This design comes from an exercise in tuning for small area and a short achievable clock period on the open sky130 flow, not from production work.
The RTL was checked by simulation tests, not by an equivalence proof against the original design.
Power figures rest on the tool's default switching activity, not on a simulated workload.

==> flow/design.v, too long to show whole: its modules and the start of the top module <==
// module tally_fmul: 194 lines
// module tally_fmul_tree: 3185 lines
// module tally_fmul_add: 771 lines
module tally_fmul (
    input  wire        clk,
    input  wire        rst,         
    input  wire        in_valid,
    input  wire [31:0] in_a,
    input  wire [31:0] in_b,
    input  wire [2:0]  in_rm,       
    output reg         out_valid,
    output reg  [31:0] out_res,
    output reg  [4:0]  out_flags    
);
  // ...
==> flow/flow/run.sh <==
#!/bin/bash
# Own layout flow: the standard synthesis, a polarity clean-up of the
# synthesised netlist (fixpol.py: full adders are self-dual and simple gates
# have complementary and De Morgan forms, so most inverters and buffers that
# synthesis leaves can go), then the standard layout of that netlist with
# faster port buffers and timing repair aimed well inside the clock period.
# Each tool's output goes to a log file of its own in the work folder.
set -euo pipefail
WORK=$(cd "$(dirname "$0")/.." && pwd)
cd "$WORK"
R=$WORK/orfs/results/sky130hd/tally_fmul/base
LIB=$FLOW_HOME/platforms/sky130hd/lib/sky130_fd_sc_hd__tt_025C_1v80.lib
MARGIN=${MARGIN:-13.4}

bash standard.sh synth > "$WORK/log_synth.txt" 2>&1
cp "$R/1_2_yosys.v" "$R/1_2_yosys_standard.v"
python3 "$WORK/flow/fixpol.py" "$LIB" "$R/1_2_yosys_standard.v" "$R/1_2_yosys.v" > "$WORK/log_fixpol.txt" 2>&1
rm -f "$R/1_synth.odb" "$R/1_synth.sdc"

bash standard.sh "BUFFER_PORTS_ARGS=-buffer_cell sky130_fd_sc_hd__buf_4" \
    "SETUP_SLACK_MARGIN=$MARGIN" finish > "$WORK/log_layout.txt" 2>&1
test -f "$WORK/out/final.def"
==> flow/standard.sh <==
#!/bin/bash
# synth_recipe.tcl (not shown) runs the flow's synth.tcl, then flattens the netlist and writes it again
# the make line also repeats each setting of config.mk as NAME=value (left out here)
make -C /OpenROAD-flow-scripts/flow DESIGN_CONFIG=/design/flow/config.mk WORK_HOME=/design/flow/orfs CLKGATE_MAP_FILE= SYNTH_SCRIPT=/design/flow/synth_recipe.tcl "${@:-finish}"
==> flow/config.mk <==
export PLATFORM = sky130hd
export DESIGN_NAME = tally_fmul
export DESIGN_NICKNAME = tally_fmul
export VERILOG_FILES = /design/flow/design.v
export SDC_FILE = /design/flow/constraint.sdc
export NUM_CORES = 4
export LEC_CHECK = 0
export CAP_MARGIN = 20
export CORE_MARGIN = 2
export CORE_UTILIZATION = 40
export SLEW_MARGIN = 20
==> flow/constraint.sdc <==
create_clock -name core_clock -period 18.0 [get_ports {clk}]
set_input_delay 3.6000 -clock core_clock [delete_from_list [all_inputs] [get_ports {clk}]]
set_output_delay 3.6000 -clock core_clock [all_outputs]
set_load 0.01 [all_outputs]
Not shown: flow/flow/fixpol.py
==> run notes, run 1 <==
Critical Path Max Stage Delay=0.32 ns; final core utilization=48.4%; Hold WS=0.327 ns; die span in y=270 um; Worst Hold Endpoint=rm2[0]; ant diodes=0; P_int=0.00301 W; wire length per cell=23.7 um; GRT met3 Usage=6.00%; core area=70000 um2; combinational power share=69.4%; die width=270 um; outcome=finished clean; worst r2r dst=s1r[26]; met2 usage=42.9%; Setup crit end kind=primary output; syn nets=3649; Net Sw Power=0.00278 W; Non-clk bufs=252; Most Used Layer, Global Route=met2; IO Count=108; Largest Pwr Group=combinational cells; max cap viols=0; comb pwr=0.00401 W; syn avg cell area=9.51 um2; Slowest cell on crit path=dfxtp_2; PortBufs=106; commonest non-fill, non-tap cells in the layout=nor2_1 (667), fa_1 (489), dfxtp_1 (219); share of layout cells above drive strength 1=18.3%; area of the multi-input gates=22600 um2
==> module tally_fmul, before the edit <==
module tally_fmul (
    input  wire        clk,
    input  wire        rst,         
    input  wire        in_valid,
    input  wire [31:0] in_a,
    input  wire [31:0] in_b,
    input  wire [2:0]  in_rm,       
    output reg         out_valid,
    output reg  [31:0] out_res,
    output reg  [4:0]  out_flags    
);
    integer i;
    reg        v0;
    reg [31:0] a0, b0;
    reg        ha0, hb0;            
    reg [2:0]  rm0;
    always @(posedge clk) begin
        v0  <= !rst && in_valid;
        a0  <= in_a;
        b0  <= in_b;
        ha0 <= |in_a[30:23];
        hb0 <= |in_b[30:23];
        rm0 <= in_rm;
    end
    wire        sa = a0[31], sb = b0[31];
    wire [7:0]  ea = a0[30:23], eb = b0[30:23];
    wire [22:0] fa = a0[22:0],  fb = b0[22:0];
    wire a_ez = !ha0, b_ez = !hb0;
    wire a_em = (ea == 8'hff), b_em = (eb == 8'hff);
    wire a_fz = (fa == 23'd0), b_fz = (fb == 23'd0);
    wire a_nan  = a_em & ~a_fz, b_nan  = b_em & ~b_fz;
    wire a_inf  = a_em &  a_fz, b_inf  = b_em &  b_fz;
    wire a_zero = a_ez &  a_fz, b_zero = b_ez &  b_fz;
    wire inv_op = (a_inf & b_zero) | (b_inf & a_zero);
    wire s1_nan = a_nan | b_nan | inv_op;
    wire s1_nv  = (a_nan & ~fa[22]) | (b_nan & ~fb[22]) | inv_op;
    wire [1:0] s1_cls = s1_nan ? 2'd3 : (a_inf | b_inf) ? 2'd2 : (a_zero | b_zero) ? 2'd1 : 2'd0;
    wire [23:0] ma = {ha0, fa};
    wire [23:0] mb = {hb0, fb};
    wire [47:0] rs, rc;
    tally_fmul_tree u_tree (.x(ma), .y(mb), .s(rs), .c(rc));
    reg [4:0] lza, lzb, tza, tzb;
    always @(*) begin
        lza = 5'd0;
        lzb = 5'd0;
        for (i = 0; i < 23; i = i + 1) begin
            if (fa[i]) lza = 5'd23 - i[4:0];
            if (fb[i]) lzb = 5'd23 - i[4:0];
        end
        if (ha0) lza = 5'd0;
        if (hb0) lzb = 5'd0;
        tza = 5'd23;
        tzb = 5'd23;
        for (i = 22; i >= 0; i = i - 1) begin
            if (fa[i]) tza = i[4:0];
            if (fb[i]) tzb = i[4:0];
        end
    end
    wire [4:0] lz = lza | lzb;
    wire [9:0] s1_b = {2'b00, ea} + {2'b00, eb} + {9'd0, a_ez} + {9'd0, b_ez} - 10'd127;
    wire [5:0] s1_t  = {1'b0, tza} + {1'b0, tzb};
    wire [6:0] s1_tl = {1'b0, s1_t} + {2'b00, lz};
    wire [9:0] s1_tb = {4'd0, s1_t} + s1_b;
    wire       s1_sd = s1_tb[9] || (s1_tb < 10'd23);
    wire       s1_s0 = s1_tl < 7'd22;
    wire       s1_s1 = s1_tl < 7'd23;
    wire [2:0] s1_rm = (rm0 > 3'd4) ? 3'd0 : rm0;
    reg        v1;
    reg [47:0] s1r, c1r;
    reg [4:0]  lz1;
    reg [9:0]  e1;                  
    reg        sd1, s01, s11;
    reg        sg1, nv1;
    reg [1:0]  cls1;
    reg [2:0]  rm1;
    always @(posedge clk) begin
        v1   <= !rst && v0;
        s1r  <= rs;
        c1r  <= rc;
        lz1  <= lz;
        e1   <= s1_b;
        sd1  <= s1_sd;
        s01  <= s1_s0;
        s11  <= s1_s1;
        sg1  <= sa ^ sb;
        nv1  <= s1_nv;
        cls1 <= s1_cls;
        rm1  <= s1_rm;
    end
    wire [47:0] prod;
    tally_fmul_add u_add (.s(s1r), .c(c1r), .p(prod));
    wire [9:0]  e   = e1 - {5'd0, lz1};
    wire        dn0 = e[9] | (e == 10'd0);          
    wire        dn1 = e[9];                         
    wire [10:0] u_dn = 11'd24 - {e1[9], e1};
    wire [5:0]  u   = dn0 ? ((u_dn > 11'd50) ? 6'd50 : u_dn[5:0]) : (6'd23 - {1'b0, lz1});
    wire [49:0] q   = {prod, 2'b00};
    wire [49:0] qs  = q >> u;
    wire [26:0] win = qs[26:0];
    wire [47:0] pl  = prod << lz1;
    wire        top = pl[47];
    wire        st_dn = sd1;
    wire        st_n0 = s01;
    wire        st_n1 = s11;
    wire        ez0 = (e == 10'd0);
    wire        ez1 = (e == 10'h3ff);
    wire        ov0 = !e[9] && (e >= 10'd255);
    wire        ov1 = !e[9] && (e >= 10'd254);
    wire        e254 = (e == 10'd254);
    wire        e253 = (e == 10'd253);
    reg        v2;
    reg [26:0] p2;
    reg        t2;
    reg [7:0]  e2;
    reg        dn0_2, dn1_2, std_2, stn0_2, stn1_2, ez0_2, ez1_2, ov0_2, ov1_2, m0_2, m1_2;
    reg        sg2, nv2;
    reg [1:0]  cls2;
    reg [2:0]  rm2;
    always @(posedge clk) begin
        v2     <= !rst && v1;
        p2     <= win;
        t2     <= top;
        e2     <= e[7:0];
        dn0_2  <= dn0;
        dn1_2  <= dn1;
        std_2  <= st_dn;
        stn0_2 <= st_n0;
        stn1_2 <= st_n1;
        ez0_2  <= ez0;
        ez1_2  <= ez1;
        ov0_2  <= ov0;
        ov1_2  <= ov1;
        m0_2   <= e254;
        m1_2   <= e253;
        sg2    <= sg1;
        nv2    <= nv1;
        cls2   <= cls1;
        rm2    <= rm1;
    end
    function round_up;
        input [2:0] rm;
        input       s, lsb, g, st;
        case (rm)
            3'd0:    round_up = g && (st || lsb);
            3'd1:    round_up = 1'b0;
            3'd2:    round_up = s && (g || st);
            3'd3:    round_up = !s && (g || st);
            default: round_up = g;
        endcase
    endfunction
    wire        p47 = t2;
    wire        dn  = p47 ? dn1_2 : dn0_2;
    wire        nsh = p47 && !dn0_2;                 
    wire [25:0] ps  = nsh ? p2[26:1] : p2[25:0];
    wire [23:0] mant   = ps[25:2];
    wire        guard  = ps[1];
    wire        sticky = dn0_2 ? std_2 : (p47 ? stn1_2 : stn0_2);
    wire        inexact = guard | sticky;
    wire        up  = round_up(rm2, sg2, mant[0], guard, sticky);
    wire [7:0]  ebf  = dn ? 8'd0 : e2 + {7'd0, p47};
    wire [7:0]  ebf1 = dn ? 8'd1 : e2 + {7'd0, p47} + 8'd1;
    wire        all1 = &mant[22:0];
    wire [22:0] finc = mant[22:0] + 23'd1;
    wire [22:0] rf   = up ? finc : mant[22:0];
    wire [7:0]  re   = (up && all1) ? ebf1 : ebf;
    wire        ovf  = !dn && (p47 ? (ov1_2 || (m1_2 && up && all1))
                                   : (ov0_2 || (m0_2 && up && all1)));
    wire        sn0  = p47 ? stn1_2 : stn0_2;
    wire        up_n = round_up(rm2, sg2, 1'b1, p2[0], sn0);
    wire        tiny = dn && !((p47 ? ez1_2 : ez0_2) && (p2[24:1] == 24'hffffff) && up_n);
    wire big = (rm2 == 3'd0) || (rm2 == 3'd4) || (rm2 == 3'd2 && sg2) || (rm2 == 3'd3 && !sg2);
    reg [31:0] res;
    reg [4:0]  flags;
    always @(*) begin
        case (cls2)
            2'd3: begin res = 32'h7fc00000;        flags = {nv2, 4'b0000}; end
            2'd2: begin res = {sg2, 31'h7f800000}; flags = 5'b00000; end
            2'd1: begin res = {sg2, 31'd0};        flags = 5'b00000; end
            default:
                if (ovf) begin
                    res   = big ? {sg2, 31'h7f800000} : {sg2, 31'h7f7fffff};
                    flags = 5'b00101;
                end else begin
                    res   = {sg2, re, rf};
                    flags = {3'b000, tiny && inexact, inexact};
                end
        endcase
    end
    always @(posedge clk) begin
        out_valid <= !rst && v2;
        out_res   <= res;
        out_flags <= flags;
    end
endmodule
==> run 2: changes to the inputs <==
--- a/flow/design.v
+++ b/flow/design.v
@@ -59,121 +59,118 @@
     wire [4:0] lz = lza | lzb;
     wire [9:0] s1_b = {2'b00, ea} + {2'b00, eb} + {9'd0, a_ez} + {9'd0, b_ez} - 10'd127;
     wire [5:0] s1_t  = {1'b0, tza} + {1'b0, tzb};
     wire [6:0] s1_tl = {1'b0, s1_t} + {2'b00, lz};
     wire [9:0] s1_tb = {4'd0, s1_t} + s1_b;
     wire       s1_sd = s1_tb[9] || (s1_tb < 10'd23);
     wire       s1_s0 = s1_tl < 7'd22;
     wire       s1_s1 = s1_tl < 7'd23;
-    wire [2:0] s1_rm = (rm0 > 3'd4) ? 3'd0 : rm0;
+    wire       s1_sg = sa ^ sb;
+    wire [1:0] s1_rc = (rm0 == 3'd4) ? 2'd1 :
+                       (rm0 == 3'd1) ? 2'd2 :
+                       (rm0 == 3'd2) ? (s1_sg ? 2'd3 : 2'd2) :
+                       (rm0 == 3'd3) ? (s1_sg ? 2'd2 : 2'd3) : 2'd0;
     reg        v1;
     reg [47:0] s1r, c1r;
     reg [4:0]  lz1;
     reg [9:0]  e1;                  
     reg        sd1, s01, s11;
     reg        sg1, nv1;
     reg [1:0]  cls1;
-    reg [2:0]  rm1;
+    reg [1:0]  rc1;
     always @(posedge clk) begin
         v1   <= !rst && v0;
         s1r  <= rs;
         c1r  <= rc;
         lz1  <= lz;
         e1   <= s1_b;
         sd1  <= s1_sd;
         s01  <= s1_s0;
         s11  <= s1_s1;
-        sg1  <= sa ^ sb;
+        sg1  <= s1_sg;
         nv1  <= s1_nv;
         cls1 <= s1_cls;
-        rm1  <= s1_rm;
+        rc1  <= s1_rc;
     end
     wire [47:0] prod;
     tally_fmul_add u_add (.s(s1r), .c(c1r), .p(prod));
     wire [9:0]  e   = e1 - {5'd0, lz1};
     wire        dn0 = e[9] | (e == 10'd0);          
     wire        dn1 = e[9];                         
     wire [10:0] u_dn = 11'd24 - {e1[9], e1};
     wire [5:0]  u   = dn0 ? ((u_dn > 11'd50) ? 6'd50 : u_dn[5:0]) : (6'd23 - {1'b0, lz1});
     wire [49:0] q   = {prod, 2'b00};
     wire [49:0] qs  = q >> u;
     wire [26:0] win = qs[26:0];
     wire [47:0] pl  = prod << lz1;
     wire        top = pl[47];
     wire        st_dn = sd1;
     wire        st_n0 = s01;
     wire        st_n1 = s11;
-    wire        ez0 = (e == 10'd0);
-    wire        ez1 = (e == 10'h3ff);
-    wire        ov0 = !e[9] && (e >= 10'd255);
-    wire        ov1 = !e[9] && (e >= 10'd254);
-    wire        e254 = (e == 10'd254);
-    wire        e253 = (e == 10'd253);
     reg        v2;
     reg [26:0] p2;
     reg        t2;
-    reg [7:0]  e2;
-    reg        dn0_2, dn1_2, std_2, stn0_2, stn1_2, ez0_2, ez1_2, ov0_2, ov1_2, m0_2, m1_2;
+    reg [9:0]  e2;
+    reg        dn0_2, std_2, stn0_2, stn1_2;
     reg        sg2, nv2;
     reg [1:0]  cls2;
-    reg [2:0]  rm2;
+    reg [1:0]  rc2;
     always @(posedge clk) begin
         v2     <= !rst && v1;
         p2     <= win;
         t2     <= top;
-        e2     <= e[7:0];
+        e2     <= e;
         dn0_2  <= dn0;
-        dn1_2  <= dn1;
         std_2  <= st_dn;
         stn0_2 <= st_n0;
         stn1_2 <= st_n1;
-        ez0_2  <= ez0;
-        ez1_2  <= ez1;
-        ov0_2  <= ov0;
-        ov1_2  <= ov1;
-        m0_2   <= e254;
-        m1_2   <= e253;
         sg2    <= sg1;
         nv2    <= nv1;
         cls2   <= cls1;
-        rm2    <= rm1;
+        rc2    <= rc1;
     end
     function round_up;
-        input [2:0] rm;
-        input       s, lsb, g, st;
-        case (rm)
-            3'd0:    round_up = g && (st || lsb);
-            3'd1:    round_up = 1'b0;
-            3'd2:    round_up = s && (g || st);
-            3'd3:    round_up = !s && (g || st);
-            default: round_up = g;
+        input [1:0] rc;
+        input       lsb, g, st;
+        case (rc)
+            2'd0:    round_up = g && (st || lsb);
+            2'd1:    round_up = g;
+            2'd2:    round_up = 1'b0;
+            default: round_up = g || st;
         endcase
     endfunction
+    wire        dn1_2 = e2[9];
+    wire        ez0_2 = (e2 == 10'd0);
+    wire        ez1_2 = (e2 == 10'h3ff);
+    wire        ov0_2 = !e2[9] && (e2 >= 10'd255);
+    wire        ov1_2 = !e2[9] && (e2 >= 10'd254);
+    wire        m0_2  = (e2 == 10'd254);
+    wire        m1_2  = (e2 == 10'd253);
     wire        p47 = t2;
     wire        dn  = p47 ? dn1_2 : dn0_2;
     wire        nsh = p47 && !dn0_2;                 
     wire [25:0] ps  = nsh ? p2[26:1] : p2[25:0];
     wire [23:0] mant   = ps[25:2];
     wire        guard  = ps[1];
     wire        sticky = dn0_2 ? std_2 : (p47 ? stn1_2 : stn0_2);
     wire        inexact = guard | sticky;
-    wire        up  = round_up(rm2, sg2, mant[0], guard, sticky);
-    wire [7:0]  ebf  = dn ? 8'd0 : e2 + {7'd0, p47};
-    wire [7:0]  ebf1 = dn ? 8'd1 : e2 + {7'd0, p47} + 8'd1;
+    wire        up  = round_up(rc2, mant[0], guard, sticky);
+    wire [7:0]  ebf  = dn ? 8'd0 : e2[7:0] + {7'd0, p47};
+    wire [7:0]  ebf1 = dn ? 8'd1 : e2[7:0] + {7'd0, p47} + 8'd1;
     wire        all1 = &mant[22:0];
     wire [22:0] finc = mant[22:0] + 23'd1;
     wire [22:0] rf   = up ? finc : mant[22:0];
     wire [7:0]  re   = (up && all1) ? ebf1 : ebf;
     wire        ovf  = !dn && (p47 ? (ov1_2 || (m1_2 && up && all1))
                                    : (ov0_2 || (m0_2 && up && all1)));
     wire        sn0  = p47 ? stn1_2 : stn0_2;
-    wire        up_n = round_up(rm2, sg2, 1'b1, p2[0], sn0);
+    wire        up_n = round_up(rc2, 1'b1, p2[0], sn0);
     wire        tiny = dn && !((p47 ? ez1_2 : ez0_2) && (p2[24:1] == 24'hffffff) && up_n);
-    wire big = (rm2 == 3'd0) || (rm2 == 3'd4) || (rm2 == 3'd2 && sg2) || (rm2 == 3'd3 && !sg2);
+    wire big = (rc2 != 2'd2);
     reg [31:0] res;
     reg [4:0]  flags;
     always @(*) begin
         case (cls2)
             2'd3: begin res = 32'h7fc00000;        flags = {nv2, 4'b0000}; end
             2'd2: begin res = {sg2, 31'h7f800000}; flags = 5'b00000; end
             2'd1: begin res = {sg2, 31'd0};        flags = 5'b00000; end
             default:
@@ -3634,141 +3631,61 @@
     wire a_G249;
     wire a_P250;
     wire a_G251;
     wire a_P252;
     wire a_G253;
     wire a_P254;
     wire a_G255;
     wire a_P256;
-    wire a_G257;
-    wire a_P258;
-    wire a_G259;
-    wire a_P260;
-    wire a_G261;
-    wire a_P262;
-    wire a_G263;
-    wire a_P264;
-    wire a_G265;
-    wire a_P266;
-    wire a_G267;
-    wire a_P268;
-    wire a_G269;
-    wire a_P270;
-    wire a_G271;
-    wire a_P272;
-    wire a_G273;
-    wire a_P274;
-    wire a_G275;
-    wire a_P276;
-    wire a_G277;
-    wire a_P278;
-    wire a_G279;
-    wire a_P280;
-    wire a_G281;
-    wire a_P282;
-    wire a_G283;
-    wire a_P284;
-    wire a_G285;
-    wire a_P286;
-    wire a_G287;
-    wire a_P288;
-    wire a_G289;
-    wire a_P290;
-    wire a_G291;
-    wire a_P292;
-    wire a_G293;
-    wire a_P294;
-    wire a_G295;
-    wire a_P296;
-    wire a_G297;
-    wire a_P298;
-    wire a_G299;
-    wire a_P300;
-    wire a_G301;
-    wire a_P302;
-    wire a_G303;
-    wire a_P304;
-    wire a_G305;
-    wire a_P306;
-    wire a_G307;
-    wire a_P308;
-    wire a_G309;
-    wire a_P310;
-    wire a_G311;
-    wire a_P312;
-    wire a_G313;
-    wire a_P314;
-    wire a_G315;
-    wire a_P316;
-    wire a_G317;
-    wire a_P318;
-    wire a_G319;
-    wire a_P320;
-    wire a_G321;
-    wire a_P322;
-    wire a_G323;
-    wire a_P324;
-    wire a_G325;
-    wire a_P326;
-    wire a_G327;
-    wire a_P328;
-    wire a_G329;
-    wire a_P330;
-    wire a_G331;
-    wire a_P332;
-    wire a_G333;
-    wire a_P334;
-    wire a_G335;
-    wire a_P336;
-    wire a_sum337;
-    wire a_sum338;
-    wire a_sum339;
-    wire a_sum340;
-    wire a_sum341;
-    wire a_sum342;
-    wire a_sum343;
-    wire a_sum344;
-    wire a_sum345;
-    wire a_sum346;
-    wire a_sum347;
-    wire a_sum348;
-    wire a_sum349;
-    wire a_sum350;
-    wire a_sum351;
-    wire a_sum352;
-    wire a_sum353;
-    wire a_sum354;
-    wire a_sum355;
-    wire a_sum356;
-    wire a_sum357;
-    wire a_sum358;
-    wire a_sum359;
-    wire a_sum360;
-    wire a_sum361;
-    wire a_sum362;
-    wire a_sum363;
-    wire a_sum364;
-    wire a_sum365;
-    wire a_sum366;
-    wire a_sum367;
-    wire a_sum368;
-    wire a_sum369;
-    wire a_sum370;
-    wire a_sum371;
-    wire a_sum372;
-    wire a_sum373;
-    wire a_sum374;
-    wire a_sum375;
-    wire a_sum376;
-    wire a_sum377;
-    wire a_sum378;
-    wire a_sum379;
-    wire a_sum380;
-    wire a_sum381;
+    wire a_sum257;
+    wire a_sum258;
+    wire a_sum259;
+    wire a_sum260;
+    wire a_sum261;
+    wire a_sum262;
+    wire a_sum263;
+    wire a_sum264;
+    wire a_sum265;
+    wire a_sum266;
+    wire a_sum267;
+    wire a_sum268;
+    wire a_sum269;
+    wire a_sum270;
+    wire a_sum271;
+    wire a_sum272;
+    wire a_sum273;
+    wire a_sum274;
+    wire a_sum275;
+    wire a_sum276;
+    wire a_sum277;
+    wire a_sum278;
+    wire a_sum279;
+    wire a_sum280;
+    wire a_sum281;
+    wire a_sum282;
+    wire a_sum283;
+    wire a_sum284;
+    wire a_sum285;
+    wire a_sum286;
+    wire a_sum287;
+    wire a_sum288;
+    wire a_sum289;
+    wire a_sum290;
+    wire a_sum291;
+    wire a_sum292;
+    wire a_sum293;
+    wire a_sum294;
+    wire a_sum295;
+    wire a_sum296;
+    wire a_sum297;
+    wire a_sum298;
+    wire a_sum299;
+    wire a_sum300;
+    wire a_sum301;
     assign a_g0 = s[1] & c[1];
     assign a_x1 = s[1] ^ c[1];
     assign a_g2 = s[2] & c[2];
     assign a_x3 = s[2] ^ c[2];
     assign a_g4 = s[3] & c[3];
     assign a_x5 = s[3] ^ c[3];
     assign a_g6 = s[4] & c[4];
     assign a_x7 = s[4] ^ c[4];
@@ -3896,255 +3813,175 @@
     assign a_G129 = a_g76 | (a_x77 & a_g74);
     assign a_P130 = a_x77 & a_x75;
     assign a_G131 = a_g80 | (a_x81 & a_g78);
     assign a_P132 = a_x81 & a_x79;
     assign a_G133 = a_g84 | (a_x85 & a_g82);
     assign a_P134 = a_x85 & a_x83;
     assign a_G135 = a_g88 | (a_x89 & a_g86);
     assign a_P136 = a_x89 & a_x87;
-    assign a_G137 = a_g2 | (a_x3 & a_g0);
-    assign a_P138 = a_x3 & a_P92;
-    assign a_G139 = a_G93 | (a_P94 & a_g0);
-    assign a_P140 = a_P94 & a_P92;
-    assign a_G141 = a_g10 | (a_x11 & a_G95);
-    assign a_P142 = a_x11 & a_P96;
-    assign a_G143 = a_G97 | (a_P98 & a_G95);
-    assign a_P144 = a_P98 & a_P96;
-    assign a_G145 = a_g18 | (a_x19 & a_G99);
-    assign a_P146 = a_x19 & a_P100;
-    assign a_G147 = a_G101 | (a_P102 & a_G99);
-    assign a_P148 = a_P102 & a_P100;
-    assign a_G149 = a_g26 | (a_x27 & a_G103);
-    assign a_P150 = a_x27 & a_P104;
-    assign a_G151 = a_G105 | (a_P106 & a_G103);
-    assign a_P152 = a_P106 & a_P104;
-    assign a_G153 = a_g34 | (a_x35 & a_G107);
-    assign a_P154 = a_x35 & a_P108;
-    assign a_G155 = a_G109 | (a_P110 & a_G107);
-    assign a_P156 = a_P110 & a_P108;
-    assign a_G157 = a_g42 | (a_x43 & a_G111);
-    assign a_P158 = a_x43 & a_P112;
-    assign a_G159 = a_G113 | (a_P114 & a_G111);
-    assign a_P160 = a_P114 & a_P112;
-    assign a_G161 = a_g50 | (a_x51 & a_G115);
-    assign a_P162 = a_x51 & a_P116;
-    assign a_G163 = a_G117 | (a_P118 & a_G115);
-    assign a_P164 = a_P118 & a_P116;
-    assign a_G165 = a_g58 | (a_x59 & a_G119);
-    assign a_P166 = a_x59 & a_P120;
-    assign a_G167 = a_G121 | (a_P122 & a_G119);
-    assign a_P168 = a_P122 & a_P120;
-    assign a_G169 = a_g66 | (a_x67 & a_G123);
-    assign a_P170 = a_x67 & a_P124;
-    assign a_G171 = a_G125 | (a_P126 & a_G123);
-    assign a_P172 = a_P126 & a_P124;
-    assign a_G173 = a_g74 | (a_x75 & a_G127);
-    assign a_P174 = a_x75 & a_P128;
-    assign a_G175 = a_G129 | (a_P130 & a_G127);
-    assign a_P176 = a_P130 & a_P128;
-    assign a_G177 = a_g82 | (a_x83 & a_G131);
-    assign a_P178 = a_x83 & a_P132;
-    assign a_G179 = a_G133 | (a_P134 & a_G131);
-    assign a_P180 = a_P134 & a_P132;
-    assign a_G181 = a_g90 | (a_x91 & a_G135);
-    assign a_P182 = a_x91 & a_P136;
-    assign a_G183 = a_g6 | (a_x7 & a_G139);
-    assign a_P184 = a_x7 & a_P140;
-    assign a_G185 = a_G95 | (a_P96 & a_G139);
-    assign a_P186 = a_P96 & a_P140;
-    assign a_G187 = a_G141 | (a_P142 & a_G139);
-    assign a_P188 = a_P142 & a_P140;
-    assign a_G189 = a_G143 | (a_P144 & a_G139);
-    assign a_P190 = a_P144 & a_P140;
-    assign a_G191 = a_g22 | (a_x23 & a_G147);
-    assign a_P192 = a_x23 & a_P148;
-    assign a_G193 = a_G103 | (a_P104 & a_G147);
-    assign a_P194 = a_P104 & a_P148;
-    assign a_G195 = a_G149 | (a_P150 & a_G147);
-    assign a_P196 = a_P150 & a_P148;
-    assign a_G197 = a_G151 | (a_P152 & a_G147);
-    assign a_P198 = a_P152 & a_P148;
-    assign a_G199 = a_g38 | (a_x39 & a_G155);
-    assign a_P200 = a_x39 & a_P156;
-    assign a_G201 = a_G111 | (a_P112 & a_G155);
-    assign a_P202 = a_P112 & a_P156;
-    assign a_G203 = a_G157 | (a_P158 & a_G155);
-    assign a_P204 = a_P158 & a_P156;
-    assign a_G205 = a_G159 | (a_P160 & a_G155);
-    assign a_P206 = a_P160 & a_P156;
-    assign a_G207 = a_g54 | (a_x55 & a_G163);
-    assign a_P208 = a_x55 & a_P164;
-    assign a_G209 = a_G119 | (a_P120 & a_G163);
-    assign a_P210 = a_P120 & a_P164;
-    assign a_G211 = a_G165 | (a_P166 & a_G163);
-    assign a_P212 = a_P166 & a_P164;
-    assign a_G213 = a_G167 | (a_P168 & a_G163);
-    assign a_P214 = a_P168 & a_P164;
-    assign a_G215 = a_g70 | (a_x71 & a_G171);
-    assign a_P216 = a_x71 & a_P172;
-    assign a_G217 = a_G127 | (a_P128 & a_G171);
-    assign a_P218 = a_P128 & a_P172;
-    assign a_G219 = a_G173 | (a_P174 & a_G171);
-    assign a_P220 = a_P174 & a_P172;
-    assign a_G221 = a_G175 | (a_P176 & a_G171);
-    assign a_P222 = a_P176 & a_P172;
-    assign a_G223 = a_g86 | (a_x87 & a_G179);
-    assign a_P224 = a_x87 & a_P180;
-    assign a_G225 = a_G135 | (a_P136 & a_G179);
-    assign a_P226 = a_P136 & a_P180;
-    assign a_G227 = a_G181 | (a_P182 & a_G179);
-    assign a_P228 = a_P182 & a_P180;
-    assign a_G229 = a_g14 | (a_x15 & a_G189);
-    assign a_P230 = a_x15 & a_P190;
-    assign a_G231 = a_G99 | (a_P100 & a_G189);
-    assign a_P232 = a_P100 & a_P190;
-    assign a_G233 = a_G145 | (a_P146 & a_G189);
-    assign a_P234 = a_P146 & a_P190;
-    assign a_G235 = a_G147 | (a_P148 & a_G189);
-    assign a_P236 = a_P148 & a_P190;
-    assign a_G237 = a_G191 | (a_P192 & a_G189);
-    assign a_P238 = a_P192 & a_P190;
-    assign a_G239 = a_G193 | (a_P194 & a_G189);
-    assign a_P240 = a_P194 & a_P190;
-    assign a_G241 = a_G195 | (a_P196 & a_G189);
-    assign a_P242 = a_P196 & a_P190;
-    assign a_G243 = a_G197 | (a_P198 & a_G189);
-    assign a_P244 = a_P198 & a_P190;
-    assign a_G245 = a_g46 | (a_x47 & a_G205);
-    assign a_P246 = a_x47 & a_P206;
-    assign a_G247 = a_G115 | (a_P116 & a_G205);
-    assign a_P248 = a_P116 & a_P206;
-    assign a_G249 = a_G161 | (a_P162 & a_G205);
-    assign a_P250 = a_P162 & a_P206;
-    assign a_G251 = a_G163 | (a_P164 & a_G205);
-    assign a_P252 = a_P164 & a_P206;
-    assign a_G253 = a_G207 | (a_P208 & a_G205);
-    assign a_P254 = a_P208 & a_P206;
-    assign a_G255 = a_G209 | (a_P210 & a_G205);
-    assign a_P256 = a_P210 & a_P206;
-    assign a_G257 = a_G211 | (a_P212 & a_G205);
-    assign a_P258 = a_P212 & a_P206;
-    assign a_G259 = a_G213 | (a_P214 & a_G205);
-    assign a_P260 = a_P214 & a_P206;
-    assign a_G261 = a_g78 | (a_x79 & a_G221);
-    assign a_P262 = a_x79 & a_P222;
-    assign a_G263 = a_G131 | (a_P132 & a_G221);
-    assign a_P264 = a_P132 & a_P222;
-    assign a_G265 = a_G177 | (a_P178 & a_G221);
-    assign a_P266 = a_P178 & a_P222;
-    assign a_G267 = a_G179 | (a_P180 & a_G221);
-    assign a_P268 = a_P180 & a_P222;
-    assign a_G269 = a_G223 | (a_P224 & a_G221);
-    assign a_P270 = a_P224 & a_P222;
-    assign a_G271 = a_G225 | (a_P226 & a_G221);
-    assign a_P272 = a_P226 & a_P222;
-    assign a_G273 = a_G227 | (a_P228 & a_G221);
-    assign a_P274 = a_P228 & a_P222;
-    assign a_G275 = a_g30 | (a_x31 & a_G243);
-    assign a_P276 = a_x31 & a_P244;
-    assign a_G277 = a_G107 | (a_P108 & a_G243);
-    assign a_P278 = a_P108 & a_P244;
-    assign a_G279 = a_G153 | (a_P154 & a_G243);
-    assign a_P280 = a_P154 & a_P244;
-    assign a_G281 = a_G155 | (a_P156 & a_G243);
-    assign a_P282 = a_P156 & a_P244;
-    assign a_G283 = a_G199 | (a_P200 & a_G243);
-    assign a_P284 = a_P200 & a_P244;
-    assign a_G285 = a_G201 | (a_P202 & a_G243);
-    assign a_P286 = a_P202 & a_P244;
-    assign a_G287 = a_G203 | (a_P204 & a_G243);
-    assign a_P288 = a_P204 & a_P244;
-    assign a_G289 = a_G205 | (a_P206 & a_G243);
-    assign a_P290 = a_P206 & a_P244;
-    assign a_G291 = a_G245 | (a_P246 & a_G243);
-    assign a_P292 = a_P246 & a_P244;
-    assign a_G293 = a_G247 | (a_P248 & a_G243);
-    assign a_P294 = a_P248 & a_P244;
-    assign a_G295 = a_G249 | (a_P250 & a_G243);
-    assign a_P296 = a_P250 & a_P244;
-    assign a_G297 = a_G251 | (a_P252 & a_G243);
-    assign a_P298 = a_P252 & a_P244;
-    assign a_G299 = a_G253 | (a_P254 & a_G243);
-    assign a_P300 = a_P254 & a_P244;
-    assign a_G301 = a_G255 | (a_P256 & a_G243);
-    assign a_P302 = a_P256 & a_P244;
-    assign a_G303 = a_G257 | (a_P258 & a_G243);
-    assign a_P304 = a_P258 & a_P244;
-    assign a_G305 = a_G259 | (a_P260 & a_G243);
-    assign a_P306 = a_P260 & a_P244;
-    assign a_G307 = a_g62 | (a_x63 & a_G305);
-    assign a_P308 = a_x63 & a_P306;
-    assign a_G309 = a_G123 | (a_P124 & a_G305);
-    assign a_P310 = a_P124 & a_P306;
-    assign a_G311 = a_G169 | (a_P170 & a_G305);
-    assign a_P312 = a_P170 & a_P306;
-    assign a_G313 = a_G171 | (a_P172 & a_G305);
-    assign a_P314 = a_P172 & a_P306;
-    assign a_G315 = a_G215 | (a_P216 & a_G305);
-    assign a_P316 = a_P216 & a_P306;
-    assign a_G317 = a_G217 | (a_P218 & a_G305);
-    assign a_P318 = a_P218 & a_P306;
-    assign a_G319 = a_G219 | (a_P220 & a_G305);
-    assign a_P320 = a_P220 & a_P306;
-    assign a_G321 = a_G221 | (a_P222 & a_G305);
-    assign a_P322 = a_P222 & a_P306;
-    assign a_G323 = a_G261 | (a_P262 & a_G305);
-    assign a_P324 = a_P262 & a_P306;
-    assign a_G325 = a_G263 | (a_P264 & a_G305);
-    assign a_P326 = a_P264 & a_P306;
-    assign a_G327 = a_G265 | (a_P266 & a_G305);
-    assign a_P328 = a_P266 & a_P306;
-    assign a_G329 = a_G267 | (a_P268 & a_G305);
-    assign a_P330 = a_P268 & a_P306;
-    assign a_G331 = a_G269 | (a_P270 & a_G305);
-    assign a_P332 = a_P270 & a_P306;
-    assign a_G333 = a_G271 | (a_P272 & a_G305);
-    assign a_P334 = a_P272 & a_P306;
-    assign a_G335 = a_G273 | (a_P274 & a_G305);
-    assign a_P336 = a_P274 & a_P306;
-    assign a_sum337 = a_x3 ^ a_g0;
-    assign a_sum338 = a_x5 ^ a_G137;
-    assign a_sum339 = a_x7 ^ a_G139;
-    assign a_sum340 = a_x9 ^ a_G183;
-    assign a_sum341 = a_x11 ^ a_G185;
-    assign a_sum342 = a_x13 ^ a_G187;
-    assign a_sum343 = a_x15 ^ a_G189;
-    assign a_sum344 = a_x17 ^ a_G229;
-    assign a_sum345 = a_x19 ^ a_G231;
-    assign a_sum346 = a_x21 ^ a_G233;
-    assign a_sum347 = a_x23 ^ a_G235;
-    assign a_sum348 = a_x25 ^ a_G237;
-    assign a_sum349 = a_x27 ^ a_G239;
-    assign a_sum350 = a_x29 ^ a_G241;
-    assign a_sum351 = a_x31 ^ a_G243;
-    assign a_sum352 = a_x33 ^ a_G275;
-    assign a_sum353 = a_x35 ^ a_G277;
-    assign a_sum354 = a_x37 ^ a_G279;
-    assign a_sum355 = a_x39 ^ a_G281;
-    assign a_sum356 = a_x41 ^ a_G283;
-    assign a_sum357 = a_x43 ^ a_G285;
-    assign a_sum358 = a_x45 ^ a_G287;
-    assign a_sum359 = a_x47 ^ a_G289;
-    assign a_sum360 = a_x49 ^ a_G291;
-    assign a_sum361 = a_x51 ^ a_G293;
-    assign a_sum362 = a_x53 ^ a_G295;
-    assign a_sum363 = a_x55 ^ a_G297;
-    assign a_sum364 = a_x57 ^ a_G299;
-    assign a_sum365 = a_x59 ^ a_G301;
-    assign a_sum366 = a_x61 ^ a_G303;
-    assign a_sum367 = a_x63 ^ a_G305;
-    assign a_sum368 = a_x65 ^ a_G307;
-    assign a_sum369 = a_x67 ^ a_G309;
-    assign a_sum370 = a_x69 ^ a_G311;
-    assign a_sum371 = a_x71 ^ a_G313;
-    assign a_sum372 = a_x73 ^ a_G315;
-    assign a_sum373 = a_x75 ^ a_G317;
-    assign a_sum374 = a_x77 ^ a_G319;
-    assign a_sum375 = a_x79 ^ a_G321;
-    assign a_sum376 = a_x81 ^ a_G323;
-    assign a_sum377 = a_x83 ^ a_G325;
-    assign a_sum378 = a_x85 ^ a_G327;
-    assign a_sum379 = a_x87 ^ a_G329;
-    assign a_sum380 = a_x89 ^ a_G331;
-    assign a_sum381 = a_x91 ^ a_G333;
-    assign p = {a_G335, a_sum381, a_sum380, a_sum379, a_sum378, a_sum377, a_sum376, a_sum375, a_sum374, a_sum373, a_sum372, a_sum371, a_sum370, a_sum369, a_sum368, a_sum367, a_sum366, a_sum365, a_sum364, a_sum363, a_sum362, a_sum361, a_sum360, a_sum359, a_sum358, a_sum357, a_sum356, a_sum355, a_sum354, a_sum353, a_sum352, a_sum351, a_sum350, a_sum349, a_sum348, a_sum347, a_sum346, a_sum345, a_sum344, a_sum343, a_sum342, a_sum341, a_sum340, a_sum339, a_sum338, a_sum337, a_x1, s[0]};
+    assign a_G137 = a_G93 | (a_P94 & a_g0);
+    assign a_P138 = a_P94 & a_P92;
+    assign a_G139 = a_G97 | (a_P98 & a_G95);
+    assign a_P140 = a_P98 & a_P96;
+    assign a_G141 = a_G101 | (a_P102 & a_G99);
+    assign a_P142 = a_P102 & a_P100;
+    assign a_G143 = a_G105 | (a_P106 & a_G103);
+    assign a_P144 = a_P106 & a_P104;
+    assign a_G145 = a_G109 | (a_P110 & a_G107);
+    assign a_P146 = a_P110 & a_P108;
+    assign a_G147 = a_G113 | (a_P114 & a_G111);
+    assign a_P148 = a_P114 & a_P112;
+    assign a_G149 = a_G117 | (a_P118 & a_G115);
+    assign a_P150 = a_P118 & a_P116;
+    assign a_G151 = a_G121 | (a_P122 & a_G119);
+    assign a_P152 = a_P122 & a_P120;
+    assign a_G153 = a_G125 | (a_P126 & a_G123);
+    assign a_P154 = a_P126 & a_P124;
+    assign a_G155 = a_G129 | (a_P130 & a_G127);
+    assign a_P156 = a_P130 & a_P128;
+    assign a_G157 = a_G133 | (a_P134 & a_G131);
+    assign a_P158 = a_P134 & a_P132;
+    assign a_G159 = a_G139 | (a_P140 & a_G137);
+    assign a_P160 = a_P140 & a_P138;
+    assign a_G161 = a_G143 | (a_P144 & a_G141);
+    assign a_P162 = a_P144 & a_P142;
+    assign a_G163 = a_G147 | (a_P148 & a_G145);
+    assign a_P164 = a_P148 & a_P146;
+    assign a_G165 = a_G151 | (a_P152 & a_G149);
+    assign a_P166 = a_P152 & a_P150;
+    assign a_G167 = a_G155 | (a_P156 & a_G153);
+    assign a_P168 = a_P156 & a_P154;
+    assign a_G169 = a_G161 | (a_P162 & a_G159);
+    assign a_P170 = a_P162 & a_P160;
+    assign a_G171 = a_G165 | (a_P166 & a_G163);
+    assign a_P172 = a_P166 & a_P164;
+    assign a_G173 = a_G171 | (a_P172 & a_G169);
+    assign a_P174 = a_P172 & a_P170;
+    assign a_G175 = a_G163 | (a_P164 & a_G169);
+    assign a_P176 = a_P164 & a_P170;
+    assign a_G177 = a_G167 | (a_P168 & a_G173);
+    assign a_P178 = a_P168 & a_P174;
+    assign a_G179 = a_G141 | (a_P142 & a_G159);
+    assign a_P180 = a_P142 & a_P160;
+    assign a_G181 = a_G145 | (a_P146 & a_G169);
+    assign a_P182 = a_P146 & a_P170;
+    assign a_G183 = a_G149 | (a_P150 & a_G175);
+    assign a_P184 = a_P150 & a_P176;
+    assign a_G185 = a_G153 | (a_P154 & a_G173);
+    assign a_P186 = a_P154 & a_P174;
+    assign a_G187 = a_G157 | (a_P158 & a_G177);
+    assign a_P188 = a_P158 & a_P178;
+    assign a_G189 = a_G95 | (a_P96 & a_G137);
+    assign a_P190 = a_P96 & a_P138;
+    assign a_G191 = a_G99 | (a_P100 & a_G159);
+    assign a_P192 = a_P100 & a_P160;
+    assign a_G193 = a_G103 | (a_P104 & a_G179);
+    assign a_P194 = a_P104 & a_P180;
+    assign a_G195 = a_G107 | (a_P108 & a_G169);
+    assign a_P196 = a_P108 & a_P170;
+    assign a_G197 = a_G111 | (a_P112 & a_G181);
+    assign a_P198 = a_P112 & a_P182;
+    assign a_G199 = a_G115 | (a_P116 & a_G175);
+    assign a_P200 = a_P116 & a_P176;
+    assign a_G201 = a_G119 | (a_P120 & a_G183);
+    assign a_P202 = a_P120 & a_P184;
+    assign a_G203 = a_G123 | (a_P124 & a_G173);
+    assign a_P204 = a_P124 & a_P174;
+    assign a_G205 = a_G127 | (a_P128 & a_G185);
+    assign a_P206 = a_P128 & a_P186;
+    assign a_G207 = a_G131 | (a_P132 & a_G177);
+    assign a_P208 = a_P132 & a_P178;
+    assign a_G209 = a_G135 | (a_P136 & a_G187);
+    assign a_P210 = a_P136 & a_P188;
+    assign a_G211 = a_g2 | (a_x3 & a_g0);
+    assign a_P212 = a_x3 & a_P92;
+    assign a_G213 = a_g6 | (a_x7 & a_G137);
+    assign a_P214 = a_x7 & a_P138;
+    assign a_G215 = a_g10 | (a_x11 & a_G189);
+    assign a_P216 = a_x11 & a_P190;
+    assign a_G217 = a_g14 | (a_x15 & a_G159);
+    assign a_P218 = a_x15 & a_P160;
+    assign a_G219 = a_g18 | (a_x19 & a_G191);
+    assign a_P220 = a_x19 & a_P192;
+    assign a_G221 = a_g22 | (a_x23 & a_G179);
+    assign a_P222 = a_x23 & a_P180;
+    assign a_G223 = a_g26 | (a_x27 & a_G193);
+    assign a_P224 = a_x27 & a_P194;
+    assign a_G225 = a_g30 | (a_x31 & a_G169);
+    assign a_P226 = a_x31 & a_P170;
+    assign a_G227 = a_g34 | (a_x35 & a_G195);
+    assign a_P228 = a_x35 & a_P196;
+    assign a_G229 = a_g38 | (a_x39 & a_G181);
+    assign a_P230 = a_x39 & a_P182;
+    assign a_G231 = a_g42 | (a_x43 & a_G197);
+    assign a_P232 = a_x43 & a_P198;
+    assign a_G233 = a_g46 | (a_x47 & a_G175);
+    assign a_P234 = a_x47 & a_P176;
+    assign a_G235 = a_g50 | (a_x51 & a_G199);
+    assign a_P236 = a_x51 & a_P200;
+    assign a_G237 = a_g54 | (a_x55 & a_G183);
+    assign a_P238 = a_x55 & a_P184;
+    assign a_G239 = a_g58 | (a_x59 & a_G201);
+    assign a_P240 = a_x59 & a_P202;
+    assign a_G241 = a_g62 | (a_x63 & a_G173);
+    assign a_P242 = a_x63 & a_P174;
+    assign a_G243 = a_g66 | (a_x67 & a_G203);
+    assign a_P244 = a_x67 & a_P204;
+    assign a_G245 = a_g70 | (a_x71 & a_G185);
+    assign a_P246 = a_x71 & a_P186;
+    assign a_G247 = a_g74 | (a_x75 & a_G205);
+    assign a_P248 = a_x75 & a_P206;
+    assign a_G249 = a_g78 | (a_x79 & a_G177);
+    assign a_P250 = a_x79 & a_P178;
+    assign a_G251 = a_g82 | (a_x83 & a_G207);
+    assign a_P252 = a_x83 & a_P208;
+    assign a_G253 = a_g86 | (a_x87 & a_G187);
+    assign a_P254 = a_x87 & a_P188;
+    assign a_G255 = a_g90 | (a_x91 & a_G209);
+    assign a_P256 = a_x91 & a_P210;
+    assign a_sum257 = a_x3 ^ a_g0;
+    assign a_sum258 = a_x5 ^ a_G211;
+    assign a_sum259 = a_x7 ^ a_G137;
+    assign a_sum260 = a_x9 ^ a_G213;
+    assign a_sum261 = a_x11 ^ a_G189;
+    assign a_sum262 = a_x13 ^ a_G215;
+    assign a_sum263 = a_x15 ^ a_G159;
+    assign a_sum264 = a_x17 ^ a_G217;
+    assign a_sum265 = a_x19 ^ a_G191;
+    assign a_sum266 = a_x21 ^ a_G219;
+    assign a_sum267 = a_x23 ^ a_G179;
+    assign a_sum268 = a_x25 ^ a_G221;
+    assign a_sum269 = a_x27 ^ a_G193;
+    assign a_sum270 = a_x29 ^ a_G223;
+    assign a_sum271 = a_x31 ^ a_G169;
+    assign a_sum272 = a_x33 ^ a_G225;
+    assign a_sum273 = a_x35 ^ a_G195;
+    assign a_sum274 = a_x37 ^ a_G227;
+    assign a_sum275 = a_x39 ^ a_G181;
+    assign a_sum276 = a_x41 ^ a_G229;
+    assign a_sum277 = a_x43 ^ a_G197;
+    assign a_sum278 = a_x45 ^ a_G231;
+    assign a_sum279 = a_x47 ^ a_G175;
+    assign a_sum280 = a_x49 ^ a_G233;
+    assign a_sum281 = a_x51 ^ a_G199;
+    assign a_sum282 = a_x53 ^ a_G235;
+    assign a_sum283 = a_x55 ^ a_G183;
+    assign a_sum284 = a_x57 ^ a_G237;
+    assign a_sum285 = a_x59 ^ a_G201;
+    assign a_sum286 = a_x61 ^ a_G239;
+    assign a_sum287 = a_x63 ^ a_G173;
+    assign a_sum288 = a_x65 ^ a_G241;
+    assign a_sum289 = a_x67 ^ a_G203;
+    assign a_sum290 = a_x69 ^ a_G243;
+    assign a_sum291 = a_x71 ^ a_G185;
+    assign a_sum292 = a_x73 ^ a_G245;
+    assign a_sum293 = a_x75 ^ a_G205;
+    assign a_sum294 = a_x77 ^ a_G247;
+    assign a_sum295 = a_x79 ^ a_G177;
+    assign a_sum296 = a_x81 ^ a_G249;
+    assign a_sum297 = a_x83 ^ a_G207;
+    assign a_sum298 = a_x85 ^ a_G251;
+    assign a_sum299 = a_x87 ^ a_G187;
+    assign a_sum300 = a_x89 ^ a_G253;
+    assign a_sum301 = a_x91 ^ a_G209;
+    assign p = {a_G255, a_sum301, a_sum300, a_sum299, a_sum298, a_sum297, a_sum296, a_sum295, a_sum294, a_sum293, a_sum292, a_sum291, a_sum290, a_sum289, a_sum288, a_sum287, a_sum286, a_sum285, a_sum284, a_sum283, a_sum282, a_sum281, a_sum280, a_sum279, a_sum278, a_sum277, a_sum276, a_sum275, a_sum274, a_sum273, a_sum272, a_sum271, a_sum270, a_sum269, a_sum268, a_sum267, a_sum266, a_sum265, a_sum264, a_sum263, a_sum262, a_sum261, a_sum260, a_sum259, a_sum258, a_sum257, a_x1, s[0]};
 endmodule
==> run notes, run 2 <==
nets=3691 (was 3950); PortBufs=106 (unchanged); core area=67400 um2 (was 70000 um2); Non-Filler Instances=3895 (was 4240); critical-path maximum fanout=1 (unchanged); first-pass GRT wire length=145 mm (was 153 mm); Clock Sinks=273 (was 280); largest net degree at the start of global routing=57 (unchanged); commonest non-fill, non-tap cell in the layout=nor2_1 (unchanged); share of layout cells above drive strength 1=19.5% (was 18.3%); clk buf depth=3 (unchanged); WS Path Type=flip-flop to primary output (unchanged); Hold WS=0.330 ns (was 0.327 ns); CTS tree=built (unchanged); GRT Util Overall=27.1% (was 27.4%); Rows=95 (was 97); total CTS buffers=34 (was 35); top flop regs=s1r (47), c1r (46) (unchanged); f_max=217 MHz (about the same); RSZ-0062 raised after global routing=true (unchanged); Starting DRT DRC Count=2151 (was 2208); full die area=70500 um2 (was 72800 um2); Largest Register=s1r (unchanged); global route overflow=0 (unchanged); wire length per cell=25.3 um (was 23.7 um); vias in the first global route=24800 (was 25300); critical-path cell list=buf_6 (unchanged); total number of vias=23500 (was 24700); Netlist Area Pre-Place=27400 um2 (was 28300 um2); Worst R2R Path Depth=19 (was 10); Warnings, synthesis=1 (unchanged); CP delay by family, top=flip-flops (unchanged); H-tree lvl count=2 (unchanged); hpwl dp=66.3 mm (was 71.4 mm); WP data arrival=1.01 ns (about the same); max cap viols=0 (unchanged); clk latency of the worst-skew pair=0.57 ns (was 0.61 ns); Worst Skew=0.0377 ns (was 0.0603 ns); cell depth of the worst hold path=0 (unchanged); DR DRC count=0 (unchanged); max reg flops=47 (unchanged); Area growth, synth to finish=21.7% (was 20.0%); final core utilization=49.4% (was 48.4%); die width=266 um (was 270 um); setup_tns=0 ns (unchanged); Buf/Inv on CP=1 (unchanged); Crit path required time=14.40 ns (about the same); hold crit path type=flip-flop to flip-flop (unchanged); die span in y=266 um (was 270 um); syn avg cell area=10.0 um2 (was 9.51 um2); ant diodes=0 (unchanged); CTS Root Cell=clkbuf_16 (unchanged); worst relative slew slack=38.9% (was 34.0%); Pre-antenna DRT Iters=6 (was 5); post-layout minimum cycle time=4.61 ns (about the same); outcome=finished clean (unchanged); Least-Margin Pin Slew=0.911 ns (was 0.982 ns); initial antenna violation count=1 (unchanged); Final setup viols=0 (unchanged); PwrDens=184 nW/um2 (was 171 nW/um2); fin. max-slew vios=0 (unchanged); Cells after DPL=3765 (was 4070); IO Count=108 (unchanged); Synth Instances=2725 (was 2972); Pleak=14.6 nW (was 14.7 nW); Final Cycle Share=25.6% (about the same); vias per cell=6.02 (was 5.83); crit start category=flip-flop (unchanged); syn nets=3418 (was 3649); # fillers=6060 (was 6647); routability cong.=0.989 (was 0.988); Critical Path Max Stage Delay=0.32 ns (about the same); Power Total=0.00613 W (was 0.00579 W); Setup crit end kind=primary output (unchanged); Hold Vio Cnt, Final=0 (unchanged); commonest non-fill, non-tap cells in the layout=nor2_1 (634), fa_1 (497), dfxtp_1 (209) (was nor2_1 (667), fa_1 (489), dfxtp_1 (219)); Final ANT Viol Nets=0 (unchanged); final wirelength=98.7 mm (was 100 mm); peak supply drop=93.4 uV (was 86.9 uV); Clk pin slew, worst setup/hold paths=0.07 ns (about the same); Slowest cell on crit path=dfxtp_2 (unchanged); Worst path depth=1 (unchanged); Initial Util=40.6% (was 40.4%)
[run 2: cell count changes in the layout (fill, tap and decap cells not counted), sizes merged, moves of 26 or more]
cell and delta:
o21ai -52, nand3 -29, a21oi -32, buf -26
nand2 -55, clkinvlp -31
[run 2: layer usage]
layer  wire, um  global-route usage [%]  up-vias
met1      37800                    34.0    11900
met4       5390                    13.4        0
li1           -                       -     9923
met3       9410                    5.63      330
met2      46100                    44.5     1302
met5          0                       0        -
[run 2: per-stage QoR]
step                      instance area, um2  worst slack (ns)
final                                  33300             13.39
after global routing                   33300             13.28
after CTS                              32000             13.27
after detailed placement               29800             12.54
after global placement                 29800             12.48
after floorplan                        27500             13.09
[run 2: final timing paths]
kind,start,endpoint,slack (ns)
worst max-delay path,out_flags[1],out_flags[1],13.39
worst min-delay path,cls1[1],cls2[1],0.33
worst max register to register,s1r[17],p2[18],13.44
worst min register to register,cls1[1],cls2[1],0.33
[run 2: layout make-up]
| type | instances | area (um2) | share of cell area, % |
|---|---|---|---|
| clock inverters | 18 | 249 | 0.748 |
| well taps | 873 | 1090 | 3.28 |
| multi-input cells | 2322 | 22300 | 67.0 |
| inverters | 132 | 548 | 1.65 |
| repair buffers | 235 | 2610 | 7.84 |
| flip-flops and latches | 273 | 5570 | 16.7 |
| clock buffers | 42 | 922 | 2.77 |
[run 2: where the power goes]
group / switching (W) / internal (W)
Combinational: 0.00248 / 0.00191
Sequential: 0.000164 / 0.000852
Clock: 0.000288 / 0.000428
[run 2: timing repair]
action                                  CTS  global route
resized for setup                       201           193
hold buffers                              0             0
buffers inserted                         20            31
pin swaps                                36            61
gates cloned                              4            15
endpoints found under the setup margin  106           108

-- separate check: timing with driven ports --
How much do the figures lean on ideal ports? The routed layouts below were timed once more, with nothing changed but the port constraints.
Step 1, drivers: a clkbuf_16 drives clk and a buf_2 each remaining input, both assumed.
Step 2 adds t to the input delays and takes it off the output delays; t is the mean of the earliest and latest rising clock arrival at the registers after step 1. Input paths then give back, and output paths get back, about the clock's delay inside the block.
Three values: no drivers, after step 1, after step 2; two values: the first two.
run | t, ns | setup slack, ns | worst setup path at the end | slew at the worst register clock pin (ns)
run 1 | 0.643 | 13.393 / 13.328 / 13.432 | register to register | 0.08 / 0.08
run 2 | 0.618 | 13.395 / 13.330 / 13.437 | register to register | 0.07 / 0.07
After both steps every run listed still meets setup and hold.
